This is an optimization exercise on Yosys and OpenROAD, whose aim is small area, a short achievable clock period and few clock cycles per item, not a production implementation.
Only simulation tests tie the RTL to the original design; equivalence was not proved.
Power is estimated from default activity; no workload was simulated.

$ cat design.v
module enc_filter (
    input  wire        clk,
    input  wire        rst,
    input  wire        line_in,
    input  wire [15:0] min_edge,
    output reg         level,      
    output wire        accept,     
    output wire        reject      
);
    reg        sample;
    reg        pending;
    reg        last;
    reg [15:0] left;
    wire diff = sample ^ level;
    reg [16:0] brw;
    integer i;
    always @(*) begin
        brw[0] = 1'b1;
        for (i = 0; i < 16; i = i + 1)
            brw[i+1] = brw[i] & ~left[i];
    end
    wire [15:0] left_dec = left ^ brw[15:0];
    assign reject = pending & ~diff;
    assign accept = pending & diff & last;
    always @(posedge clk) begin
        if (rst) begin
            sample  <= line_in;
            level   <= line_in;
            pending <= 1'b0;
        end else begin
            sample <= line_in;
            if (!pending) begin
                if (diff) begin
                    pending <= 1'b1;
                    left    <= min_edge;
                    last    <= (min_edge == 16'd1);
                end
            end else if (!diff || last) begin
                pending <= 1'b0;
                if (diff)
                    level <= sample;
            end else begin
                left <= left_dec;
                last <= (left == 16'd2);
            end
        end
    end
endmodule
module pos_scaler (
    input  wire        clk,
    input  wire        rst,
    input  wire [31:0] count,       
    input  wire [31:0] count_ext,   
    input  wire        req_valid,
    output wire        req_ready,
    input  wire        req_set,
    input  wire [63:0] req_value,
    input  wire [31:0] pos_num,     
    input  wire [30:0] pos_den,     
    output reg         resp_valid,
    output wire [63:0] resp_pos
);
    localparam S_IDLE = 2'd0;
    localparam S_MUL  = 2'd1;
    localparam S_DIV  = 2'd2;
    localparam S_FIN  = 2'd3;
    reg [1:0]  state;
    reg [63:0] offset;
    reg [6:0]  cnt;           
    reg [4:0]  mcyc;          
    reg [7:1]  tmask;         
    reg        neg;           
    reg        op_set;
    reg        wfix;          
    reg        s_one0, s_two0, s_ng0, s_one1, s_two1, s_ng1;   
    reg [30:0] den;
    reg [32:0] den3;          
    reg [31:0] R;             
    reg [31:0] H;             
    reg [63:0] L;             
    reg        fhi;           
    reg        fcy;           
    assign req_ready = (state == S_IDLE);
    assign resp_pos  = L;
    wire st_idle = (state == S_IDLE);
    wire st_mul  = (state == S_MUL);
    wire st_div  = (state == S_DIV);
    wire fin     = (state == S_FIN);
    wire c_sign = count_ext[31] ^ (count[31] & (count_ext[30:0] == 31'd0));
    wire c_wrap = (count_ext == 32'h8000_0000) & count[31];
    reg  [15:0] pnz;
    reg  [4:0]  m_need;
    integer j;
    always @(*) begin
        pnz[0] = ({count[3:0], 1'b0} != 5'b00000) & ({count[3:0], 1'b0} != 5'b11111);
        pnz[8] = ({count_ext[3:0], 1'b0} != 5'b00000) & ({count_ext[3:0], 1'b0} != 5'b11111);
        for (j = 1; j < 8; j = j + 1) begin
            pnz[j]     = (count[4*j-1 +: 5] != 5'b00000) & (count[4*j-1 +: 5] != 5'b11111);
            pnz[j + 8] = (count_ext[4*j-1 +: 5] != 5'b00000) & (count_ext[4*j-1 +: 5] != 5'b11111);
        end
        m_need = 5'd1;
        for (j = 0; j < 16; j = j + 1)
            if (pnz[j]) m_need = j + 1;
    end
    function [2:0] booth;
        input [2:0] b;
        begin
            booth[2] = b[1] ^ b[0];
            booth[1] = (b == 3'b100) | (b == 3'b011);
            booth[0] = b[2] & ~(b[1] & b[0]);
        end
    endfunction
    wire       nx_y   = (cnt[3:0] == 4'd7) ? 1'b0 : L[3];     
    wire [2:0] nb0    = st_idle ? booth({count[1:0], 1'b0}) : booth({L[5:4], nx_y});
    wire [2:0] nb1    = st_idle ? booth(count[3:1]) : booth(L[7:5]);
    wire       nneg   = st_idle ? (c_sign ^ pos_num[31]) : neg;
    wire       ntop   = ~st_idle & (cnt[3:0] == 4'd14) & wfix;    
    wire [33:0] nx  = {{2{R[31]}}, R};
    wire [33:0] pp0 = s_one0 ? nx : (s_two0 ? {nx[32:0], 1'b0} : 34'd0);
    wire [33:0] pp1 = s_one1 ? nx : (s_two1 ? {nx[32:0], 1'b0} : 34'd0);
    wire [31:0] fq;
    wire        fcin;
    wire [35:0] op_a = fin ? {4'd0, offset[31:0]} : {{4{H[31]}}, H};
    wire [35:0] op_b = fin ? {4'd0, fq} : {{2{pp0[33] ^ s_ng0}}, pp0 ^ {34{s_ng0}}};
    wire [35:0] op_c = fin ? 36'd0 : {pp1 ^ {34{s_ng1}}, s_ng1, s_ng1};
    wire        ci0  = fin ? fcin : s_ng0;
    wire        ci1  = ~fin & s_ng1;
    wire [35:0] cs_s = op_a ^ op_b ^ op_c;
    wire [35:0] cs_c = (op_a & op_b) | (op_a & op_c) | (op_b & op_c);
    wire [35:0] msum = cs_s + {cs_c[34:0], ci0} + {35'd0, ci1};
    wire [30:0] sm1  = den | (den >> 1);
    wire [30:0] sm2  = sm1 | (sm1 >> 2);
    wire [30:0] sm4  = sm2 | (sm2 >> 4);
    wire [30:0] sm8  = sm4 | (sm4 >> 8);
    wire [30:0] sm16 = sm8 | (sm8 >> 16);
    wire [30:0] ge_p = ~(sm16 >> 1);
    wire [95:0] V = {H, L};
    wire [46:0] w16 = {R[30:0], V[95:80]};
    wire [38:0] w8  = {R[30:0], V[95:88]};
    wire ok16 = (cnt[6:4] != 3'd0) & ~|w16[46:31] & ~|(w16[30:0] & ge_p);
    wire ok8  = (cnt[6:3] != 4'd0) & ~|w8[38:31]  & ~|(w8[30:0]  & ge_p);
    wire [33:0] xw  = {1'b0, R[30:0], V[95], V[94]};
    wire [33:0] dA  = xw - {3'b000, den};
    wire [33:0] dB  = xw - {2'b00, den, 1'b0};
    wire [33:0] dC  = xw - {1'b0, den3};
    wire        q1  = ~dB[33];
    wire        q2  = q1 ? ~dC[33] : ~dA[33];
    wire [30:0] r2  = q1 ? (q2 ? dC[30:0] : dB[30:0]) : (q2 ? dA[30:0] : xw[30:0]);
    wire [6:0] cnt_dec = ok16 ? cnt - 7'd16 : (ok8 ? cnt - 7'd8 : cnt - 7'd2);
    reg [31:0] qmask;
    integer k;
    always @(*) begin
        for (k = 0; k < 32; k = k + 1)
            qmask[k] = (k < 4) ? 1'b1 : (~fhi | tmask[k >> 2]);
    end
    wire rz  = (R[30:0] == 31'd0);
    wire inv = neg ^ op_set;
    assign fq   = (L[31:0] & qmask) ^ {32{inv}};
    assign fcin = fhi ? fcy : (op_set ? (~neg | ~rz) : (neg & rz));
    always @(posedge clk) begin
        if (rst) begin
            state      <= S_IDLE;
            resp_valid <= 1'b0;
            offset     <= 64'd0;
        end else begin
            resp_valid <= 1'b0;
            case (state)
                S_IDLE: begin
                    if (req_valid) begin
                        if (req_set)
                            offset <= req_value;
                        state <= S_MUL;
                    end
                end
                S_MUL: begin
                    if (cnt[4:0] + 5'd1 == mcyc)
                        state <= S_DIV;
                end
                S_DIV: begin
                    if (cnt_dec == 7'd0)
                        state <= S_FIN;
                end
                S_FIN: begin
                    if (op_set)
                        offset <= {msum[31:0], offset[63:32]};
                    else
                        offset <= {offset[31:0], offset[63:32]};
                    if (fhi) begin
                        resp_valid <= 1'b1;
                        state      <= S_IDLE;
                    end
                end
            endcase
        end
    end
    always @(posedge clk) begin
        {s_one0, s_two0, s_ng0} <= {nb0[2:1], (nb0[0] ^ nneg) & (nb0[2] | nb0[1])};
        {s_one1, s_two1, s_ng1} <= {nb1[2:1], (nb1[0] ^ nneg ^ ntop) & (nb1[2] | nb1[1])};
        case (state)
            S_IDLE: begin
                L      <= {count_ext, count};
                H      <= 32'd0;
                R      <= pos_num;
                den    <= pos_den;
                neg    <= c_sign ^ pos_num[31];
                wfix   <= c_wrap;
                mcyc   <= m_need;
                for (j = 1; j < 8; j = j + 1)
                    tmask[j] <= (j < m_need);
                op_set <= req_set;
                fhi    <= 1'b0;
                cnt    <= 7'd0;
            end
            S_MUL: begin
                H    <= msum[35:4];
                L    <= {msum[3:0], L[63:4]};
                den3 <= {1'b0, den, 1'b0} + {2'b00, den};
                if (cnt[4:0] + 5'd1 == mcyc) begin
                    R   <= 32'd0;
                    cnt <= 7'd32 + {mcyc, 2'b00};
                end else begin
                    cnt <= cnt + 7'd1;
                end
            end
            S_DIV: begin
                if (ok16) begin
                    R <= {1'b0, w16[30:0]};
                    {H, L} <= {V[79:0], 16'd0};
                end else if (ok8) begin
                    R <= {1'b0, w8[30:0]};
                    {H, L} <= {V[87:0], 8'd0};
                end else begin
                    R <= {1'b0, r2};
                    {H, L} <= {V[93:0], q1, q2};
                end
                cnt <= cnt_dec;
            end
            S_FIN: begin
                fcy <= msum[32];
                fhi <= 1'b1;
                if (op_set)
                    L <= {offset[31:0], L[63:32]};
                else
                    L <= {msum[31:0], L[63:32]};
            end
        endcase
    end
endmodule
module enc_scaler (
    input  wire        clk,
    input  wire        rst,
    input  wire        enc_a,
    input  wire        enc_b,
    input  wire [15:0] min_edge,
    input  wire        cnt_load,
    input  wire [31:0] cnt_load_count,
    input  wire [31:0] cnt_load_ext,
    input  wire        fault_load,
    input  wire [31:0] fault_load_val,
    input  wire        status_clr,
    output wire        filt_a,
    output wire        filt_b,
    output reg  [31:0] count,
    output reg  [31:0] count_ext,
    output reg         wrap_flag,
    output reg  [31:0] fault_count,
    output reg         fault_sat,
    input  wire        req_valid,
    output wire        req_ready,
    input  wire        req_set,
    input  wire [63:0] req_value,
    input  wire [31:0] pos_num,
    input  wire [30:0] pos_den,
    output wire        resp_valid,
    output wire [63:0] resp_pos
);
    wire acc_a, rej_a, acc_b, rej_b;
    enc_filter u_fa (
        .clk(clk), .rst(rst), .line_in(enc_a), .min_edge(min_edge),
        .level(filt_a), .accept(acc_a), .reject(rej_a)
    );
    enc_filter u_fb (
        .clk(clk), .rst(rst), .line_in(enc_b), .min_edge(min_edge),
        .level(filt_b), .accept(acc_b), .reject(rej_b)
    );
    wire both    = acc_a & acc_b;
    wire step    = acc_a ^ acc_b;                
    wire up      = acc_a ? (filt_a == filt_b) : (filt_a != filt_b);
    reg  [32:0] c_inc, c_dec, e_inc, e_dec;
    integer i;
    always @(*) begin
        c_inc[0] = 1'b1; c_dec[0] = 1'b1;
        e_inc[0] = 1'b1; e_dec[0] = 1'b1;
        for (i = 0; i < 32; i = i + 1) begin
            c_inc[i+1] = c_inc[i] &  count[i];
            c_dec[i+1] = c_dec[i] & ~count[i];
            e_inc[i+1] = e_inc[i] &  count_ext[i];
            e_dec[i+1] = e_dec[i] & ~count_ext[i];
        end
    end
    wire at_max  = c_inc[31] & ~count[31];       
    wire at_min  = c_dec[31] &  count[31];       
    wire wrap_up = step &  up & at_max;          
    wire wrap_dn = step & ~up & at_min;
    wire [31:0] count_step = count ^ (up ? c_inc[31:0] : c_dec[31:0]);
    wire [31:0] ext_step   = count_ext ^ (wrap_dn ? e_dec[31:0] : e_inc[31:0]);
    wire [2:0] fault_inc = {rej_a & rej_b, rej_a ^ rej_b, both};
    wire [3:0] f_lo      = {1'b0, fault_count[2:0]} + {1'b0, fault_inc};
    reg  [29:0] f_all;                           
    always @(*) begin
        f_all[0] = 1'b1;
        for (i = 0; i < 29; i = i + 1)
            f_all[i+1] = f_all[i] & fault_count[i+3];
    end
    wire        f_ovf      = f_lo[3] & f_all[29];
    wire [31:0] fault_next = f_ovf ? 32'hFFFF_FFFF :
                             {fault_count[31:3] ^ (f_all[28:0] & {29{f_lo[3]}}), f_lo[2:0]};
    always @(posedge clk) begin
        if (rst) begin
            count       <= 32'd0;
            count_ext   <= 32'd0;
            wrap_flag   <= 1'b0;
            fault_count <= 32'd0;
            fault_sat   <= 1'b0;
        end else begin
            if (cnt_load) begin
                count     <= cnt_load_count;
                count_ext <= cnt_load_ext;
            end else begin
                if (step)
                    count <= count_step;
                if (wrap_up | wrap_dn)
                    count_ext <= ext_step;
            end
            if ((wrap_up | wrap_dn) & ~cnt_load)
                wrap_flag <= 1'b1;
            else if (status_clr)
                wrap_flag <= 1'b0;
            if (fault_load)
                fault_count <= fault_load_val;
            else
                fault_count <= fault_next;
            if (!fault_load && fault_inc != 3'd0 && (f_ovf | (f_all[29] & (f_lo == 4'b0111))))
                fault_sat <= 1'b1;
            else if (status_clr)
                fault_sat <= 1'b0;
        end
    end
    pos_scaler u_ps (
        .clk(clk), .rst(rst), .count(count), .count_ext(count_ext),
        .req_valid(req_valid), .req_ready(req_ready),
        .req_set(req_set), .req_value(req_value),
        .pos_num(pos_num), .pos_den(pos_den),
        .resp_valid(resp_valid), .resp_pos(resp_pos)
    );
endmodule
$ cat run.sh
#!/bin/bash
# synth_recipe.tcl (not shown) runs the flow's synth.tcl, then flattens the netlist and writes it again
# the make line also repeats each setting of config.mk as NAME=value (left out here)
make -C /OpenROAD-flow-scripts/flow DESIGN_CONFIG=/design/flow/config.mk WORK_HOME=/design/flow/orfs CLKGATE_MAP_FILE= SYNTH_SCRIPT=/design/flow/synth_recipe.tcl finish
$ cat config.mk
export PLATFORM = sky130hd
export DESIGN_NAME = enc_scaler
export DESIGN_NICKNAME = enc_scaler
export VERILOG_FILES = /design/flow/design.v
export SDC_FILE = /design/flow/constraint.sdc
export NUM_CORES = 4
export LEC_CHECK = 0
export CAP_MARGIN = 20
export CORE_MARGIN = 2
export CORE_UTILIZATION = 40
export PLACE_DENSITY = 0.6
export SETUP_SLACK_MARGIN = 5
export SLEW_MARGIN = 20
$ cat constraint.sdc
create_clock -name core_clock -period 10.0 [get_ports {clk}]
set_input_delay 2.0000 -clock core_clock [delete_from_list [all_inputs] [get_ports {clk}]]
set_output_delay 2.0000 -clock core_clock [all_outputs]
set_load 0.01 [all_outputs]
==> summary.txt <==
Layout
  • Commonest non-fill, non-tap cell in the layout: a21oi_1
  • Finished Core Util: about half
  • Share of layout cells above drive strength 1: 7.68%
  • Highest-count cells in the layout ignoring fill and taps: 443 x a21oi_1, 411 x clkdlybuf4s50_1, 359 x nor2_1, 352 x nand2_1, 319 x inv_1
  • Final cell count without fillers: just over 6000
  • Fillers: ~8800
  • Fin nets: roughly 5300
  • Area delta synth->final: 22.9%

Timing
  • RSZ-0062 raised after global routing: true
  • Setup TNS: 0 ns
  • Pins Over Slew Limit: 0
  • F_max: between 150 and 200 MHz
  • Final Hold Vio Count: 0
  • Final setup violation count: 0
  • Minimum clock period: 5.02 ns
  • Period utilization: 50.2%
  • Max_slew headroom: around 29%
  • Fin Clk Skew: 0.0476 ns
  • Worst Tran Pin Value: a little over 1 ns

Routing
  • DRT iter0 DRCs: just over 4000
  • Drt wl/cell: ~27 µm
  • Pre-antenna DRT Iters: 9
  • Final WL: roughly 160 mm
  • Final ANT Viol Nets: 0
  • Vias per cell: about 6.2
  • DRC errors left: 0
  • Vias: about 37000

GRT
  • Overflow after GRT: 0
  • Largest net degree at the start of global routing: 144
  • Overall routing resource usage: 32.7%
  • Vias in the first global route: approximately 35000
  • First-pass GRT wire length: approximately 230 mm
  • Initial antenna violation count: 4

Logic synthesis
  • Mapped Area: approximately 37000 µm²
  • Ys Warns: 3
  • Register bit total from synthesis: 427
  • Post-Syn Nets: roughly 5000
  • Yosys cell types: about 100
  • Synth Instances: 4481
  • Syn_area_per_cell: between 8 and 9 µm²
  • Leading register cell type out of synthesis: dfxtp_1
  • Asr flop ratio synth: 0%
  • Post-synth EDFFs: about 190
  • Seq/Total Area, Yosys: roughly 28%

Min path
  • HP Start: u_ps.offset[36]
  • Hold Crit Class: reg -> reg
  • Hold-critical path depth: 2
  • Min-Delay Endpoint: u_ps.offset[36]

Clock tree
  • H-tree depth: 2
  • CTS Sinks: ~430
  • Clock transition at the registers of the reported paths: around 0.06 ns
  • Longest Clk Path Bufs: 3
  • CTS tree: yes
  • Root Buffer: clkbuf_16
  • Cts hold-fix bufs: 0
  • Clock latency on the worst-skew pair: 0.68 ns
  • Num CTS Buffers: 53

Place
  • Dpl hpwl: around 120 mm
  • Gpl congestion: a little under 1
  • Placed cell count: between 5000 and 6000
  • PortBufs: a little over 400

Worst setup path
  • Worst stage delay on the critical path: around 0.54 ns
  • Reg2reg start: u_ps.op_set
  • Critical path, cell by cell: buf_12 > xor2_4 > buf_4 > and3_1 > nor3_2 > a21oi_1 > fa_1 > inv_1 > ha_1 > and2_1 > nand4_1 > nor2_1 > a2111o_1 > a31oi_2 > o21bai_2 > a21oi_1 > xnor2_2 > a221oi_1 > a21oi_1
  • WP buf/inv: 3
  • Crit end category: flip-flop
  • Crit-path most repeated cell: a21oi_1
  • Reg2Reg Depth: 19
  • Critical Path RT: 10.50 ns
  • Crit path max-delay family: compound AO/OA/AOI/OAI gates
  • Slowest stage cell, crit path: fa_1
  • WP data arrival: ~5.5 ns
  • FF-to-FF setup slack: 4.98 ns
  • Critical Path Fanout Max: 11
  • Worst reg2reg endpoint: u_ps.L[62]
  • Category of the most critical setup path: reg -> reg
  • Critical Path Start Type: flip-flop

Floorplan
  • Initial Util: 40.5%
  • Die Y: between 300 and 400 µm
  • CORE AREA: 90400 µm²
  • Chip width: between 300 and 400 µm
  • Die ar.: between 90000 and 100000 µm²
  • Ports: between 400 and 500
  • Rows: 110

Pwr
  • Power Density: a little under 400 nW/µm²
  • Peak VDD IR: around 0.26 mV
  • P_leak: 0.0177 µW

Status
  • Run status: timing/DRC/antenna clean

Flow run
  • Max-Cap Viols: 0
==> worst reg2reg max path, delay by kind of cell (launching register included) <==
kind	cells	cell delay, ns
fa+ha+maj	2	0.88
simple gates	5	1.08
flops	1	0.43
compound gates	7	1.71
xor+xnor	2	0.31
buf+inv	3	0.42
==> cells in the mapped netlist (all sizes together) (26+ instances only) <==
| cell | n | area [µm²] |
|---|---|---|
| clkbuf | 218 | 821 |
| nor2b | 42 | 263 |
| a211oi | 93 | 698 |
| xnor2 | 228 | 2000 |
| nand4 | 37 | 231 |
| fa | 41 | 821 |
| mux2i | 235 | 2360 |
| mux2 | 29 | 327 |
| or3 | 35 | 224 |
| nor3 | 108 | 546 |
| a221oi | 64 | 567 |
| edfxtp | 187 | 5620 |
| a21o | 88 | 661 |
| nand2 | 355 | 1340 |
| o22ai | 27 | 175 |
| o21a | 34 | 257 |
| nor4 | 36 | 240 |
| xor2 | 83 | 727 |
| nor2 | 363 | 1370 |
| dfxtp | 240 | 4800 |
| o31ai | 26 | 200 |
| inv | 321 | 1200 |
| nand3 | 93 | 465 |
| buf | 64 | 307 |
| and3 | 60 | 380 |
| a21oi | 456 | 2290 |
| o21ai | 248 | 1250 |
| ha | 246 | 3080 |
| o21bai | 31 | 233 |
| a22oi | 82 | 616 |
==> registers in the layout, summed over array words and instances, names as in the netlist, 16 cells and up <==
name	flops
u_ps.offset	64
u_ps.den3	33
u_ps.den	31
fault_count	32
u_ps.H	32
u_fa.left	16
u_ps.R	32
u_fb.left	16
u_ps.L	64
count_ext	32
count	32
==> logic make-up (layout without fill, tap and decap cells) <==
logic type | count (synthesis) | in the layout | share of synthesized area [%]
flip-flops | 427 | 427 | 28.5
AND/OR/NAND/NOR | 1240 | 1240 | 16.0
AO/OA/AOI/OAI | 1348 | 1349 | 23.7
multiplexers | 264 | 264 | 7.33
XOR/XNOR | 311 | 314 | 7.46
other | 0 | 3 | 0
adder cells (fa/ha/maj) | 287 | 287 | 10.6
buffers and inverters | 604 | 973 | 6.38
==> stage by stage <==
step | setup slack, ns | hold WS [ns] | total power [µW] | instance area (µm²)
after floorplan | 5.05 | 0.431 | 10600 | 36600
after CTS | 4.96 | 0.453 | 16600 | 44100
after global routing | 4.93 | 0.474 | 18400 | 45000
final | 4.98 | 0.451 | 17400 | 45000
after global placement | 3.55 | 0.438 | 14300 | 41700
after detailed placement | 3.54 | 0.445 | 14300 | 41700
==> where the power goes <==
group          internal [µW]  leakage [µW]  switching (µW)
logic                   4670        0.0129            7380
clock network           1150      0.000859             875
registers               2480       0.00390             894
==> repair_timing <==
item / CTS / global route
setup buffers: 13 / 44
pin swaps: 7 / 20
resized for setup: 53 / 73
setup endpoints to repair: 128 / 84
cloned: 6 / 10
hold endpoints to repair: 0 / 0
==> worst max-delay path by stage <==
stage                      end  cells past startpoint          start
global route        u_ps.H[28]                     19    u_ps.op_set
global placement    u_ps.L[61]                     17  u_ps.state[0]
finish              u_ps.L[62]                     19    u_ps.op_set
detailed placement  u_ps.L[61]                     17  u_ps.state[0]
CTS                 u_ps.L[61]                     18    u_ps.s_one0
floorplan           u_ps.L[61]                     20  u_ps.state[0]
==> layer usage <==
metal | track usage (%) | vias to the layer above | routed length (µm)
li1 | - | 16891 | -
met1 | 42.3 | 17752 | 64400
met2 | 51.7 | 2099 | 71500
met3 | 6.73 | 451 | 16000
met4 | 16.9 | 6 | 10200
met5 | 0 | - | 47
==> final cells by class <==
type / instances / area, µm² / share of cell area (%)
diodes: 3 / 7.51 / 0.0167
clock buffers: 79 / 1540 / 3.41
clock inverters: 19 / 240 / 0.534
inverters: 322 / 1230 / 2.74
multi-input cells: 3454 / 24400 / 54.2
flip-flops and latches: 427 / 10400 / 23.2
well taps: 1176 / 1470 / 3.27
repair buffers: 551 / 5670 / 12.6
repair inverters: 2 / 22.5 / 0.0500
Testbench counts, summed over its fixed seeds: cycles 31,325, items 800.

-- afterwards: timing with drivers on the ports --
The results above use ideal ports. As a check the final layout listed here was re-extracted and re-timed, cells and wires unchanged. Step 1 (the two cells are an assumption about what drives the block):
set clk [get_ports {clk}]
set_driving_cell -lib_cell sky130_fd_sc_hd__clkbuf_16 $clk
set_driving_cell -lib_cell sky130_fd_sc_hd__buf_2 [delete_from_list [all_inputs] $clk]
Step 2, shift: input delay + t, output delay - t, t = (earliest + latest rising clock arrival at the registers) / 2. This alone moves slack from input paths to output paths. Slacks: ideal ports / drivers / drivers and shift; pairs: ideal ports / drivers.
t (ns): 0.727
setup WS [ns]: 4.979 / 4.979 / 4.979
worst hold slack (ns): 0.451 / 0.451 / 0.451
worst setup path after step 2: register to register
worst slew at a driven data input, ns: 0.09
After both steps setup and hold are still met in this run. For this run, drivers alone change the setup slack by 0.000 ns; drivers and shift together by 0.000 ns.
